Source: an optimization exercise on an open RTL-to-GDS flow (aim: small area, a short achievable clock period and few clock cycles per item). Production flows keep margins and buffers that such runs may drop. The RTL was checked by simulation tests, not by an equivalence proof against the original design.

==> willow <==
## loop_slot
module loop_slot (
    input  wire          clk,
    input  wire          rst,           
    input  wire          start,         
    output wire          ready,
    output reg           done,          
    input  wire [31:0]   rt,            
    input  wire [31:0]   fb,            
    input  wire [31:0]   ff,            
    input  wire [31:0]   inj,           
    input  wire [1:0]    inj_point,     
    input  wire [31:0]   rise,          
    input  wire [31:0]   fall,
    input  wire [1:0]    nsec,          
    input  wire          s0_biquad,     
    input  wire          bank,          
    input  wire          bumpless,
    input  wire          freeze,
    input  wire [703:0]  bank0,
    input  wire [703:0]  bank1,
    output reg  [31:0]   y,
    output reg           st_slew,
    output reg           st_ihi,
    output reg           st_ilo,
    output reg           st_ohi,
    output reg           st_olo
);
==> flow/config.mk <==
export PLATFORM = sky130hd
export DESIGN_NAME = loop_slot
export DESIGN_NICKNAME = loop_slot
export VERILOG_FILES = /design/flow/design.v
export SDC_FILE = /design/flow/constraint.sdc
export NUM_CORES = 4
export LEC_CHECK = 0
export CAP_MARGIN = 20
export CORE_MARGIN = 2
export CORE_UTILIZATION = 45
export GPL_ROUTABILITY_DRIVEN = 1
export GPL_TIMING_DRIVEN = 1
export PLACE_DENSITY = 0.6
export SLEW_MARGIN = 20
==> flow/constraint.sdc <==
create_clock -name core_clock -period 32.0 [get_ports {clk}]
set_input_delay 6.4000 -clock core_clock [delete_from_list [all_inputs] [get_ports {clk}]]
set_output_delay 6.4000 -clock core_clock [all_outputs]
set_load 0.01 [all_outputs]
standard.sh (not shown) runs the stock make flow with config.mk's settings and CLKGATE_MAP_FILE= SYNTH_SCRIPT=/design/flow/synth_recipe.tcl, a recipe that flattens the netlist after the stock synthesis.
==> flow/flow/run.sh <==
#!/bin/bash
set -euo pipefail
bash standard.sh SETUP_SLACK_MARGIN=23 TNS_END_PERCENT=20 \
    "BUFFER_PORTS_ARGS=-buffer_cell sky130_fd_sc_hd__buf_1" finish > standard_flow.log 2>&1
==> cedar (differences from willow) <==
--- a/flow/design.v
+++ b/flow/design.v
@@ -128,25 +128,25 @@
     reg        n_last;
     reg [2:0]  n_state;         
     wire pid_end = bump ? (pstep == 3'd6) : (pstep == 3'd2);
     wire pid_go  = pid_pend & e_avail;
     wire u_hazard = (i_valid & ((i_op == OP_PFIN) | (i_op == OP_BFIN))) |
                     (m_valid & ((m_op == OP_PFIN) | (m_op == OP_BFIN)));
+    wire rn_valid = (st == ST_RUN) &
+                    (pid_go | ((~pid_pend | ((nsec_r != 2'd0) & (wd != 3'd0))) &
+                               ~((wd == 3'd0) & u_hazard)));
     always @(*) begin
         n_valid = 1'b0;
         n_op    = OP_KADD;
         n_sec   = sec;
         n_word  = wd;
         n_old   = 1'b0;
         n_os    = OS_STATE;
         n_last  = 1'b0;
         n_state = wd;
         if (st == ST_IDLE) begin
-            n_sec   = is_pid ? 2'd1 : 2'd0;
-            n_word  = 3'd1;
-            n_state = 3'd1;
             n_op    = OP_KNEW;
             n_valid = start & ~freeze & (~is_pid | (nsec != 2'd0));
         end else if (st == ST_RUN) begin
             if (pid_go) begin
                 n_sec   = 2'd0;
                 n_valid = 1'b1;
@@ -207,16 +207,19 @@
         endcase
     end
     wire signed [32:0] dd_sum = u - e1;
     wire signed [31:0] dd_now = first ? 32'sd0 :
                                 (dd_sum > 33'sd2147483647)  ? 32'sh7fffffff :
                                 (dd_sum < -33'sd2147483648) ? 32'sh80000000 : dd_sum[31:0];
+    wire signed [31:0] x1_s0 = (lvl[0] != 2'd0) ? x1[0] : 32'sd0;
+    wire signed [31:0] x1_s1 = (lvl[1] != 2'd0) ? x1[1] : 32'sd0;
+    wire signed [31:0] opnd_idle = s0_biquad ? x1_s0 : x1_s1;
     reg signed [31:0] opnd;
     always @(*) begin
         case (n_os)
-            OS_STATE: opnd = st_word;
+            OS_STATE: opnd = (st == ST_IDLE) ? opnd_idle : st_word;
             OS_U:     opnd = u;
             default:  opnd = dd_now;
         endcase
     end
     reg        m_valid;
     reg [3:0]  m_op;
@@ -383,13 +386,13 @@
                 if (pc == 2'd1 || (pc == 2'd2 && slow)) u <= e_now;
                 if (pc == 2'd1) begin
                     r       <= r_next;
                     st_slew <= slew_next;
                     w       <= $signed(ff_r) + (inj_out ? $signed(inj_r) : 33'sd0);
                 end
-                if (n_valid) begin
+                if (rn_valid) begin
                     if (pid_go) begin
                         if (pstep == 3'd2 && !bump) e1 <= u;
                         if (pstep == 3'd6) e1 <= u;
                         if (pid_end) begin
                             pid_pend <= 1'b0;
                             if (nsec_r == 2'd0) st <= ST_DRAIN;
==> flow/flow/run.sh (replaced) <==
#!/bin/bash
set -euo pipefail
bash standard.sh SETUP_SLACK_MARGIN=24 TNS_END_PERCENT=20 \
    "BUFFER_PORTS_ARGS=-buffer_cell sky130_fd_sc_hd__buf_1" finish > standard_flow.log 2>&1
==> flow/config.mk (replaced) <==
export PLATFORM = sky130hd
export DESIGN_NAME = loop_slot
export DESIGN_NICKNAME = loop_slot
export VERILOG_FILES = /design/flow/design.v
export SDC_FILE = /design/flow/constraint.sdc
export NUM_CORES = 4
export LEC_CHECK = 0
export ABC_AREA = 1
export CAP_MARGIN = 20
export CORE_MARGIN = 2
export CORE_UTILIZATION = 30
export GPL_ROUTABILITY_DRIVEN = 1
export GPL_TIMING_DRIVEN = 1
export PLACE_DENSITY = 0.5
export SLEW_MARGIN = 20
==> comparison table <==
quantity	willow	cedar
Run status	failed layout checks	no timing/DRC/antenna violations
Violated checks	max-capacitance violations, max-slew violations	-
Non-clock inverter total of the final layout	1066	1867
Starting Density	45.2%	30.1%
Synthesized net count	16.3k	18.4k
Sequential share of the synthesized area	29.0%	29.2%
Most repeated cell in the gate-level netlist after synthesis	a21oi_1	nand2_1
Leading cell type in the layout, fill and taps excluded	buf_1	nand2_1
Met2 demand-to-capacity share in global routing	67.8%	53.6%
Transition time at the pin with the least slew margin	1.50 ns	1.29 ns
Final Instance Count excl. Fillers	18.4k	22.3k
Die ar.	264000 um2	392000 um2
Number of clock-tree buffers in the layout	216	204
Diodes inserted	484	186
Number of buffers inserted during clock tree synthesis	156	160
Minimum setup slack among reg-to-reg paths	22.82 ns	23.77 ns
Drt wl/cell	40.6 um	31.8 um
Critical R2R Capture	m_sh[30]	m_sh[3]
Testbench counts of willow, summed over its fixed seeds: cycles 37,296, items 3,200.
Testbench counts of cedar, summed over its fixed seeds: cycles 37,296, items 3,200.

==> afterwards: timing with drivers on the ports <==
How much do the figures lean on ideal ports? The routed layouts below were timed once more, with nothing changed but the port constraints. Step 1 assumes that a clkbuf_16 drives the clock port and a buf_2 every other input. Step 2, shift: input delay + t, output delay - t, t = (earliest + latest rising clock arrival at the registers) / 2. This alone moves slack from input paths to output paths. a / b / c = ideal ports / drivers / drivers and shift; a / b = the first two.
run	shift t [ns]	slack for setup (ns)	slew at the worst register clock pin (ns)	cell pins on the clock port's net
willow	0.932	22.530 / 22.556 / 21.624	0.09 / 0.09	1
cedar	0.961	23.608 / 23.660 / 22.699	0.09 / 0.09	1
For cedar, which loses most, drivers alone change the setup slack by +0.052 ns; drivers and shift together by -0.909 ns.
